What follows belongs to an exercise in optimizing a design on an open flow for small area, a short achievable clock period and few clock cycles per item; a production flow would make more cautious choices.
Function was checked by simulation only, so behaviour that the tests miss may differ from the original.
No activity file was given, so power comes from the tool's default toggle rates.

==> design.v <==
module svl_round_sat (
    input  wire [47:0] acc,
    output wire [19:0] q,
    output wire        sat
);
    wire signed [48:0] biased  = $signed({acc[47], acc}) + 49'sd524288;    
    wire signed [28:0] rounded = biased[48:20];                            
    wire               too_hi  = (rounded > 29'sd524287);
    wire               too_lo  = (rounded < -29'sd524288);
    assign q   = too_hi ? 20'h7FFFF : too_lo ? 20'h80000 : rounded[19:0];
    assign sat = too_hi | too_lo;
endmodule
module svl_mac (
    input  wire [47:0] acc,        
    input  wire        clr,        
    input  wire        skip,       
    input  wire        use_mul,    
    input  wire [19:0] a,          
    input  wire [20:0] b,          
    input  wire [5:0]  e,          
    input  wire        neg,        
    input  wire [47:0] raw,        
    output wire [47:0] acc_next,
    output wire        ovf         
);
    wire signed [40:0] prod     = $signed(a) * $signed(b);
    wire signed [55:0] prod_ext = prod;
    wire signed [5:0]  es       = $signed(e);
    wire [5:0]         e_neg    = -e;
    wire signed [55:0] shifted  = es[5] ? (prod_ext >>> e_neg) : (prod_ext <<< e);
    wire signed [55:0] addend   = use_mul ? shifted : {{8{raw[47]}}, raw};
    wire signed [55:0] term     = neg ? -addend : addend;
    wire signed [55:0] base     = clr ? 56'sd0 : {{8{acc[47]}}, acc};
    wire signed [55:0] sum      = base + term;
    wire               out_rng  = (sum[55:47] != {9{1'b0}}) && (sum[55:47] != {9{1'b1}});
    assign ovf      = !skip && out_rng;
    assign acc_next = skip    ? acc :
                      out_rng ? (term[55] ? 48'h8000_0000_0000 : 48'h7FFF_FFFF_FFFF) :
                                sum[47:0];
endmodule
module sv_force_lane (
    input  wire        clk,
    input  wire        rst,           
    input  wire        start,         
    input  wire        first,         
    output wire        ready,
    output reg         done,
    input  wire        vel_valid,
    input  wire [19:0] v_cmd,
    input  wire [19:0] v_act,
    input  wire [19:0] aff,
    input  wire [19:0] inj_f,
    input  wire [19:0] k_m,
    input  wire        obs_en,
    input  wire [3:0]  bq_en,
    input  wire [3:0]  ash,
    input  wire [19:0] flim_pos,
    input  wire [19:0] flim_neg,
    input  wire [19:0] kvp_m,
    input  wire [4:0]  kvp_sh,
    input  wire [19:0] kvi_m,
    input  wire [4:0]  kvi_sh,
    input  wire [19:0] kaw_m,
    input  wire [4:0]  kaw_sh,
    input  wire [19:0] km_m,
    input  wire [4:0]  km_sh,
    input  wire [19:0] kob_m,
    input  wire [4:0]  kob_sh,
    input  wire [19:0] koc_m,
    input  wire [4:0]  koc_sh,
    input  wire [19:0] kaf_m,
    input  wire [4:0]  kaf_sh,
    input  wire [19:0] foff,
    input  wire [79:0] bq_b0,
    input  wire [79:0] bq_b1,
    input  wire [79:0] bq_b2,
    input  wire [79:0] bq_a1,
    input  wire [79:0] bq_a2,
    output reg  [19:0] f_out,
    output reg  [19:0] f_sum,
    output reg  [19:0] u_out,
    output reg  [19:0] y_bq,
    output reg  [19:0] d_hat,
    output reg  [39:0] i_vel,
    output reg  [11:0] flags          
);
    reg        busy;
    reg [5:0]  st;               
    reg [47:0] acc;
    reg        sum_ovf;          
    reg [20:0] w;                
    reg [19:0] f_out2;           
    reg [19:0] v_act_prev;       
    reg [1:0]  vv_cnt;           
    reg [79:0] bq_x1, bq_x2, bq_y1, bq_y2;
    reg [19:0] x_cur;            
    reg [19:0] r_obs;            
    reg [19:0] cap_pos, cap_neg;
    assign ready = !busy && !rst;
    wire accept = start && ready;
    wire signed [20:0] ev_diff = $signed({v_cmd[19], v_cmd}) - $signed({v_act[19], v_act});
    wire               ev_hi   = ev_diff > 21'sd524287;
    wire               ev_lo   = ev_diff < -21'sd524288;
    wire        [19:0] ev_satd = ev_hi ? 20'h7FFFF : ev_lo ? 20'h80000 : ev_diff[19:0];
    wire        [19:0] ev      = vel_valid ? ev_satd : 20'd0;
    wire               ev_sat  = vel_valid && (ev_hi || ev_lo);
    wire signed [20:0] dv      = $signed({v_act[19], v_act}) - $signed({v_act_prev[19], v_act_prev});
    wire signed [35:0] dv_sh   = $signed({{15{dv[20]}}, dv}) <<< ash;
    wire        [19:0] a_est   = (dv_sh > 36'sd524287)  ? 20'h7FFFF :
                                 (dv_sh < -36'sd524288) ? 20'h80000 : dv_sh[19:0];
    wire obs_held = !(vel_valid && vv_cnt != 2'd0);
    wire obs_act  = obs_en && !obs_held;
    reg [1:0] bk;
    reg [2:0] bs;
    always @* begin
        if (st < 6'd10)      begin bk = 2'd0; bs = st - 6'd5;  end
        else if (st < 6'd15) begin bk = 2'd1; bs = st - 6'd10; end
        else if (st < 6'd20) begin bk = 2'd2; bs = st - 6'd15; end
        else                 begin bk = 2'd3; bs = st - 6'd20; end
    end
    wire [19:0] b0_k = bq_b0[bk*20 +: 20];
    wire [19:0] b1_k = bq_b1[bk*20 +: 20];
    wire [19:0] b2_k = bq_b2[bk*20 +: 20];
    wire [19:0] a1_k = bq_a1[bk*20 +: 20];
    wire [19:0] a2_k = bq_a2[bk*20 +: 20];
    wire [19:0] x1_k = bq_x1[bk*20 +: 20];
    wire [19:0] x2_k = bq_x2[bk*20 +: 20];
    wire [19:0] y1_k = bq_y1[bk*20 +: 20];
    wire [19:0] y2_k = bq_y2[bk*20 +: 20];
    reg        op_clr, op_mul, op_neg;
    reg [19:0] op_a;
    reg [20:0] op_b;
    reg [5:0]  op_e;
    reg [47:0] op_raw;
    always @* begin
        op_clr = 1'b0;
        op_mul = 1'b1;
        op_neg = 1'b0;
        op_a   = 20'd0;
        op_b   = 21'd0;
        op_e   = 6'd0;
        op_raw = 48'd0;
        case (st)
            6'd0:  begin op_clr = 1'b1; op_mul = 1'b0; op_raw = {{8{i_vel[39]}}, i_vel}; end
            6'd1:  begin op_a = kvi_m; op_b = {ev[19], ev}; op_e = {kvi_sh[4], kvi_sh} + 6'd1; end
            6'd2:  begin op_a = kaw_m; op_b = w;            op_e = {kaw_sh[4], kaw_sh} + 6'd1; end
            6'd3:  begin op_clr = 1'b1; op_a = kvp_m; op_b = {ev[19], ev}; op_e = {kvp_sh[4], kvp_sh} + 6'd1; end
            6'd4:  begin op_mul = 1'b0; op_raw = {{8{i_vel[39]}}, i_vel}; end
            6'd25: begin op_clr = 1'b1; op_mul = 1'b0; op_raw = {{8{f_out2[19]}}, f_out2, 20'd0}; end
            6'd26: begin op_neg = 1'b1; op_a = km_m; op_b = {a_est[19], a_est}; op_e = {km_sh[4], km_sh} + 6'd1; end
            6'd27: begin op_clr = 1'b1; op_mul = 1'b0; op_raw = {{8{d_hat[19]}}, d_hat, 20'd0}; end
            6'd28: begin op_a = kob_m; op_b = {r_obs[19], r_obs}; op_e = {kob_sh[4], kob_sh} + 6'd1; end
            6'd29: begin op_neg = 1'b1; op_a = kob_m; op_b = {d_hat[19], d_hat}; op_e = {kob_sh[4], kob_sh} + 6'd1; end
            6'd30: begin op_clr = 1'b1; op_mul = 1'b0; op_raw = {{8{x_cur[19]}}, x_cur, 20'd0}; end
            6'd31: begin op_a = kaf_m; op_b = {aff[19], aff}; op_e = {kaf_sh[4], kaf_sh} + 6'd1; end
            6'd32: begin op_mul = 1'b0; op_raw = {{8{foff[19]}}, foff, 20'd0}; end
            6'd33: begin op_neg = 1'b1; op_a = obs_act ? koc_m : 20'd0; op_b = {d_hat[19], d_hat};
                         op_e = {koc_sh[4], koc_sh} + 6'd1; end
            6'd34: begin op_mul = 1'b0; op_raw = {{8{inj_f[19]}}, inj_f, 20'd0}; end
            6'd35: begin op_clr = 1'b1; op_a = k_m; op_b = {1'b0, flim_pos}; op_e = 6'd1; end
            6'd36: begin op_clr = 1'b1; op_a = k_m; op_b = {1'b0, flim_neg}; op_e = 6'd1; end
            6'd37: begin op_mul = 1'b0; end
            default: begin
                op_e = 6'd2;
                case (bs)
                    3'd0: begin op_clr = 1'b1; op_a = b0_k; op_b = {x_cur[19], x_cur}; end
                    3'd1: begin op_a = b1_k; op_b = {x1_k[19], x1_k}; end
                    3'd2: begin op_a = b2_k; op_b = {x2_k[19], x2_k}; end
                    3'd3: begin op_neg = 1'b1; op_a = a1_k; op_b = {y1_k[19], y1_k}; end
                    default: begin op_neg = 1'b1; op_a = a2_k; op_b = {y2_k[19], y2_k}; end
                endcase
            end
        endcase
    end
    wire [47:0] acc_next;
    wire        step_ovf;
    svl_mac u_mac (
        .acc(acc), .clr(op_clr), .skip(sum_ovf && !op_clr), .use_mul(op_mul),
        .a(op_a), .b(op_b), .e(op_e), .neg(op_neg), .raw(op_raw),
        .acc_next(acc_next), .ovf(step_ovf)
    );
    wire        sum_ovf_next = step_ovf || (sum_ovf && !op_clr);
    wire [19:0] rs_q;
    wire        rs_sat;
    svl_round_sat u_rs (.acc(acc_next), .q(rs_q), .sat(rs_sat));
    wire        i_hi   = !acc_next[47] && (acc_next[46:39] != 8'd0);
    wire        i_lo   =  acc_next[47] && (acc_next[46:39] != 8'hFF);
    wire [39:0] i_next = i_hi ? 40'h7F_FFFF_FFFF : i_lo ? 40'h80_0000_0000 : acc_next[39:0];
    wire signed [20:0] fs     = $signed({f_sum[19], f_sum});
    wire               cap_up = !v_act[19] && (v_act != 20'd0) && (cap_pos < flim_pos);
    wire               cap_lo =  v_act[19] && (cap_neg < flim_neg);
    wire signed [20:0] upper  = cap_up ? $signed({1'b0, cap_pos}) : $signed({1'b0, flim_pos});
    wire signed [20:0] lower  = cap_lo ? -$signed({1'b0, cap_neg}) : -$signed({1'b0, flim_neg});
    wire               clamp_hi = fs > upper;
    wire               clamp_lo = !clamp_hi && (fs < lower);
    wire signed [20:0] f_lim  = clamp_hi ? upper : clamp_lo ? lower : fs;
    always @(posedge clk) begin
        if (rst) begin
            busy       <= 1'b0;
            done       <= 1'b0;
            st         <= 6'd0;
            acc        <= 48'd0;
            sum_ovf    <= 1'b0;
            w          <= 21'd0;
            f_out      <= 20'd0;
            f_out2     <= 20'd0;
            f_sum      <= 20'd0;
            u_out      <= 20'd0;
            y_bq       <= 20'd0;
            d_hat      <= 20'd0;
            i_vel      <= 40'd0;
            flags      <= 12'd0;
            v_act_prev <= 20'd0;
            vv_cnt     <= 2'd0;
            bq_x1      <= 80'd0;
            bq_x2      <= 80'd0;
            bq_y1      <= 80'd0;
            bq_y2      <= 80'd0;
            x_cur      <= 20'd0;
            r_obs      <= 20'd0;
            cap_pos    <= 20'd0;
            cap_neg    <= 20'd0;
        end else begin
            done <= 1'b0;
            if (accept) begin
                busy    <= 1'b1;
                st      <= 6'd0;
                flags   <= 12'd0;
                sum_ovf <= 1'b0;
                if (first) begin
                    i_vel      <= 40'd0;
                    w          <= 21'd0;
                    d_hat      <= 20'd0;
                    f_out      <= 20'd0;
                    f_out2     <= 20'd0;
                    v_act_prev <= 20'd0;
                    vv_cnt     <= 2'd0;
                    bq_x1      <= 80'd0;
                    bq_x2      <= 80'd0;
                    bq_y1      <= 80'd0;
                    bq_y2      <= 80'd0;
                end
            end else if (busy) begin
                acc     <= acc_next;
                sum_ovf <= sum_ovf_next;
                st      <= st + 6'd1;
                case (st)
                    6'd2: if (vel_valid) begin
                        i_vel    <= i_next;
                        flags[6] <= flags[6] | step_ovf | sum_ovf_next;
                    end
                    6'd4: begin
                        u_out     <= rs_q;
                        x_cur     <= rs_q;
                        flags[11] <= flags[11] | rs_sat | ev_sat;
                        flags[6]  <= flags[6] | sum_ovf_next;
                    end
                    6'd26: r_obs <= rs_q;
                    6'd29: if (obs_act) begin
                        d_hat    <= rs_q;
                        flags[1] <= sum_ovf_next;
                    end
                    6'd34: begin
                        f_sum    <= rs_q;
                        y_bq     <= x_cur;
                        flags[0] <= sum_ovf_next;
                    end
                    6'd35: cap_pos <= rs_q;
                    6'd36: cap_neg <= rs_q;
                    6'd37: begin
                        f_out2     <= f_out;
                        f_out      <= f_lim[19:0];
                        w          <= f_lim - fs;
                        flags[10]  <= (i_vel == 40'h7F_FFFF_FFFF) || (i_vel == 40'h80_0000_0000);
                        flags[9]   <= clamp_hi || clamp_lo;
                        flags[8]   <= (clamp_hi && cap_up) || (clamp_lo && cap_lo);
                        flags[7]   <= obs_held;
                        v_act_prev <= v_act;
                        if (vel_valid && vv_cnt != 2'd2) vv_cnt <= vv_cnt + 2'd1;
                        busy       <= 1'b0;
                        done       <= 1'b1;
                    end
                    default: ;
                endcase
                if (st >= 6'd5 && st <= 6'd24 && bs == 3'd4) begin
                    if (bq_en[bk]) begin
                        bq_x2[bk*20 +: 20] <= x1_k;
                        bq_x1[bk*20 +: 20] <= x_cur;
                        bq_y2[bk*20 +: 20] <= y1_k;
                        bq_y1[bk*20 +: 20] <= rs_q;
                        x_cur              <= rs_q;
                        flags[11]          <= flags[11] | rs_sat;
                        flags[2 + bk]      <= sum_ovf_next;
                    end else begin
                        bq_x2[bk*20 +: 20] <= 20'd0;
                        bq_x1[bk*20 +: 20] <= 20'd0;
                        bq_y2[bk*20 +: 20] <= 20'd0;
                        bq_y1[bk*20 +: 20] <= 20'd0;
                    end
                end
            end
        end
    end
endmodule
==> run.sh <==
#!/bin/bash
# synth_recipe.tcl (not shown) runs the flow's synth.tcl, then flattens the netlist and writes it again
# the make line also repeats each setting of config.mk as NAME=value (left out here)
make -C /OpenROAD-flow-scripts/flow DESIGN_CONFIG=/design/flow/config.mk WORK_HOME=/design/flow/orfs CLKGATE_MAP_FILE= SYNTH_SCRIPT=/design/flow/synth_recipe.tcl finish
==> config.mk <==
export PLATFORM = sky130hd
export DESIGN_NAME = sv_force_lane
export DESIGN_NICKNAME = sv_force_lane
export VERILOG_FILES = /design/flow/design.v
export SDC_FILE = /design/flow/constraint.sdc
export NUM_CORES = 4
export LEC_CHECK = 0
export CAP_MARGIN = 20
export CORE_MARGIN = 2
export CORE_UTILIZATION = 40
export PLACE_DENSITY = 0.6
export SLEW_MARGIN = 20
==> constraint.sdc <==
create_clock -name core_clock -period 30.0 [get_ports {clk}]
set_input_delay 6.0000 -clock core_clock [delete_from_list [all_inputs] [get_ports {clk}]]
set_output_delay 6.0000 -clock core_clock [all_outputs]
set_load 0.01 [all_outputs]
==> notes.md <==
flip-flops by register name, indices dropped and copies added, names as in the netlist, 21 cells and up, named ones only:
| name | count |
|---|---|
| w | 21 |
| i_vel | 40 |
| bq_x1 | 80 |
| bq_y2 | 80 |
| bq_y1 | 80 |
| acc | 48 |
| bq_x2 | 80 |
power by group through the flow:
stage	Combinational, mW	Clock, mW	Sequential, mW
2_1_floorplan	3.53	0	0.953
3_3_place_gp	5.91	0	0.966
3_5_place_dp	5.90	0	0.967
4_1_cts	5.93	1.11	0.947
5_1_grt	6.49	1.15	0.951
6_report	6.16	1.12	0.949
worst reg2reg max path: cells and delay by family, from the launching register on:
kind | cells | cell delay [ns]
XOR/XNOR | 2 | 0.57
AND/OR/NAND/NOR | 22 | 6.48
multiplexers | 2 | 0.64
AO/OA/AOI/OAI | 28 | 8.14
adder cells (fa/ha/maj) | 10 | 4.77
buffers and inverters | 17 | 4.45
flip-flops | 1 | 0.65
worst max path at each step:
stage	depth (start not counted)	startpoint	endpoint	slack [ns]
after floorplan	86	v_act[12]	bq_y1[64]	4.39
after global placement	75	v_act[9]	bq_y1[45]	0.73
after detailed placement	80	v_act[9]	bq_y1[45]	0.61
after CTS	80	v_act[9]	bq_y1[45]	1.25
after global routing	85	v_act[0]	bq_y1[45]	0.005
final	77	v_act[9]	bq_y1[45]	1.11
cell usage after synthesis (all sizes together), types with 66 or more instances:
cell / instances
nand4: 79
clkbuf: 583
a222oi: 87
o211ai: 83
fa: 443
nand2b: 91
nor2: 938
nor2b: 97
dfxtp: 672
a22oi: 407
buf: 207
inv: 703
nor3: 121
a21oi: 870
nand2: 1371
nor4: 66
o21ai: 476
xnor2: 173
a21o: 143
and2: 227
a221oi: 113
and3: 86
xor2: 73
nand3: 213
ha: 319
a22o: 72
a31oi: 124
mux2i: 190
o22ai: 96
a211oi: 149
final cells by class:
| cell class | instances | area share |
|---|---|---|
| clock buffers | 107 | 0.0246 |
| repair buffers | 1374 | 0.138 |
| inverters | 706 | 0.0288 |
| flip-flops and latches | 672 | 0.146 |
| well taps | 2511 | 0.0340 |
| diodes | 81 | 0.00220 |
| clock inverters | 43 | 0.00705 |
| multi-input cells | 7969 | 0.620 |
kinds of logic (layout without fill, tap and decap cells):
family                   count (synthesis)  count (layout)  share of synthesized area
AO/OA/AOI/OAI                         3194            3194                      0.286
XOR/XNOR                               246             246                     0.0285
adder cells (fa/ha/maj)                762             762                      0.169
buffers and inverters                 1496            2230                     0.0799
flip-flops                             672             672                      0.177
multiplexers                           310             310                     0.0523
other                                    0              81                          0
AND/OR/NAND/NOR                       3457            3457                      0.207
metal layers:
metal	vias to the layer above	GRT usage	wire, um
li1	37800	-	-
met1	43800	0.586	179000
met2	6616	0.638	185000
met3	1556	0.191	65400
met4	60	0.295	36900
met5	-	0.0258	884
through the flow:
| stage | hold slack, ns | power [mW] | setup slack, ns | area (um2) |
|---|---|---|---|---|
| after floorplan | 0.424 | 4.49 | 4.39 | 76100 |
| after global placement | 0.435 | 6.87 | 0.734 | 89000 |
| after detailed placement | 0.443 | 6.87 | 0.609 | 89100 |
| after CTS | 0.452 | 7.99 | 1.25 | 92000 |
| after global routing | 0.471 | 8.58 | 0.00520 | 92200 |
| final | 0.451 | 8.23 | 1.11 | 92300 |
==> notes.md <==
- R2R Setup Slk: 4.24 ns
- Synthesized cell area: 0.0761 mm2
- PostCTS Resize Cnt: 0
- Synth unique cells: 130
- Htree depth: 3
- Final #Nets: 12.3k
- Period minus WS final: 28.89 ns
- Final core occ: 0.487
- Leak: 36.9 nW
- Hold EP: bq_y2[5]
- Synth area leader: dfxtp_1
- Commonest non-fill, non-tap cell in the layout: nand2_1
- Clock Power Share: 0.136
- Detail Placement HPWL: 366 mm
- Largest incremental delay on the critical path: 0.83 ns
- Worst-Margin Slew: 1.39 ns
- Seq cells post-synth: 672
- Reg2reg path depth: 81
- Multi-input gate area: 0.0572 mm2
- Initial Util: 0.401
- Total CTS buffers: 81
- Buf/Inv on CP: 9
- Remaining antenna violation count: 0
- Logic pwr share: 0.748
- Overall Global Routing Usage: 0.462
- Die X-Extent: 440 um
- Seq. cell area: 0.0135 mm2
- Async S/R FF share, synth: 0
- Die ar.: 0.194 mm2
- Synth Net Count: 11.6k
- Initial antenna violation count: 100
- Final Max Slew Viols: 0
- Peak VDD IR: 0.0000839 V
- Pin count of the biggest net entering global routing: 101
- Top cell type's share of synthesized area: 0.177
- Crit path max fanout: 16
- Layout Area Growth over Synthesis: 21.4%
- Endpoint class of the critical path: flip-flop
- Worst path required time: 30.65 ns
- Relative slew slack: 0.0705
- Placed insts: 13.2k
- Net Sw Frac: 0.556
- Syn Area/Cell: 7.50 um2
- Fillers: 18.8k
- PwrDens: 89.2 mW/mm2
- I/O Buffers: 902
- Layout Cells excl Fill: 13.5k
- Hold Path Depth: 2
- Fin crit share: 0.963
- Via count: 89.8k
- Top Family by Delay on Critical Path: compound AO/OA/AOI/OAI gates
- Crit-path slowest cell: o32ai_4
- Skew-Pair Late Insertion Delay: 0.77 ns
- Psw: 4.58 mW
- GRT overflow: 0
- Max clock buf depth: 3
- Setup bufs post-CTS: 0
- Final Skew: 0.0653 ns
- Sequential-to-total area share from yosys stat: 0.177
- Worst reg2reg path endpoint: bq_y1[45]
- Via-per-instance ratio: 6.67
- Sequential fraction of design power: 0.115
- Min-Delay Path Class: flip-flop to flip-flop
- Max Cap Violations: 0
- Post-route DRC: 0
- Synth warnings: 1
- Clock transition at path regs: 0.07 ns
- Setup Viol. Count Final: 0
- CTS sink count: 672
- Commonest cells after routing, fill and taps aside: nand2_1 (1366), nor2_1 (920), clkdlybuf4s50_1 (901), a21oi_1 (836), inv_1 (696)
- Std-Cell Core Area: 0.190 mm2
- CP Data Arrival Time: 29.54 ns
- Number of enable flip-flop cells after synthesis: 0
- Hold Crit Start: bq_y2[5]
- Std-Cell Rows: 160
- Synth area leaders: dfxtp_1 (18%), fa_1 (12%), nand2_1 (6.8%)
- TritonCTS clock tree: yes
- Die H: 440 um
- Outcome: complete, no violations
- Average wire per standard cell: 34.7 um
- Final Wtd Congestion: 1.09
- Unrepaired setup endpoints after global routing: false
- Share of cells above drive strength 1: 0.0901
- Critical path class: input port to flip-flop
- Syn Inst Count: 10.1k
- Drt initial violations: 13.3k
- Post-Route WL: 467 mm
- Setup_tns: 0 ns
- Worst R2R Start: st[1]
- Ys flop type: dfxtp_1
- Root Driver: clkbuf_16
- Iteration count of the initial detailed-routing pass: 11
- Internal power: 3.66 mW
- Fin. Hold Viols: 0
- F_max: 0.0346 GHz
- First-pass GRT wire length: 644 mm
- Number of global-route vias before repair: 83.9k
- Post-cts hold buffer count: 0
- Setup crit start kind: input port
- Ports: 903
Testbench counts, summed over its fixed seeds: cycles 312,000, items 8,000.

separate check: timing with driven ports:
The flow's constraints put no driver on any port. The routed layout listed below was extracted and timed again, unchanged, in two steps.
Step 1: set_driving_cell puts a clkbuf_16 on clk and a buf_2 on each other input, an assumption about the parent block.
Step 2 adds t to the input delays and takes it off the output delays; t is the mean of the earliest and latest rising clock arrival at the registers after step 1. Input paths then give back, and output paths get back, about the clock's delay inside the block.
Slacks: ideal ports / drivers / drivers and shift; pairs: ideal ports / drivers.
t, ns: 0.806
slack for setup (ns): 1.110 / 1.162 / 0.355
worst setup path after step 2: input to register
slew at the worst register clock pin (ns): 0.07 / 0.07
After both steps this run still meets setup and hold. The setup slack of this run moves by +0.052 ns with the drivers and by -0.755 ns with both steps.
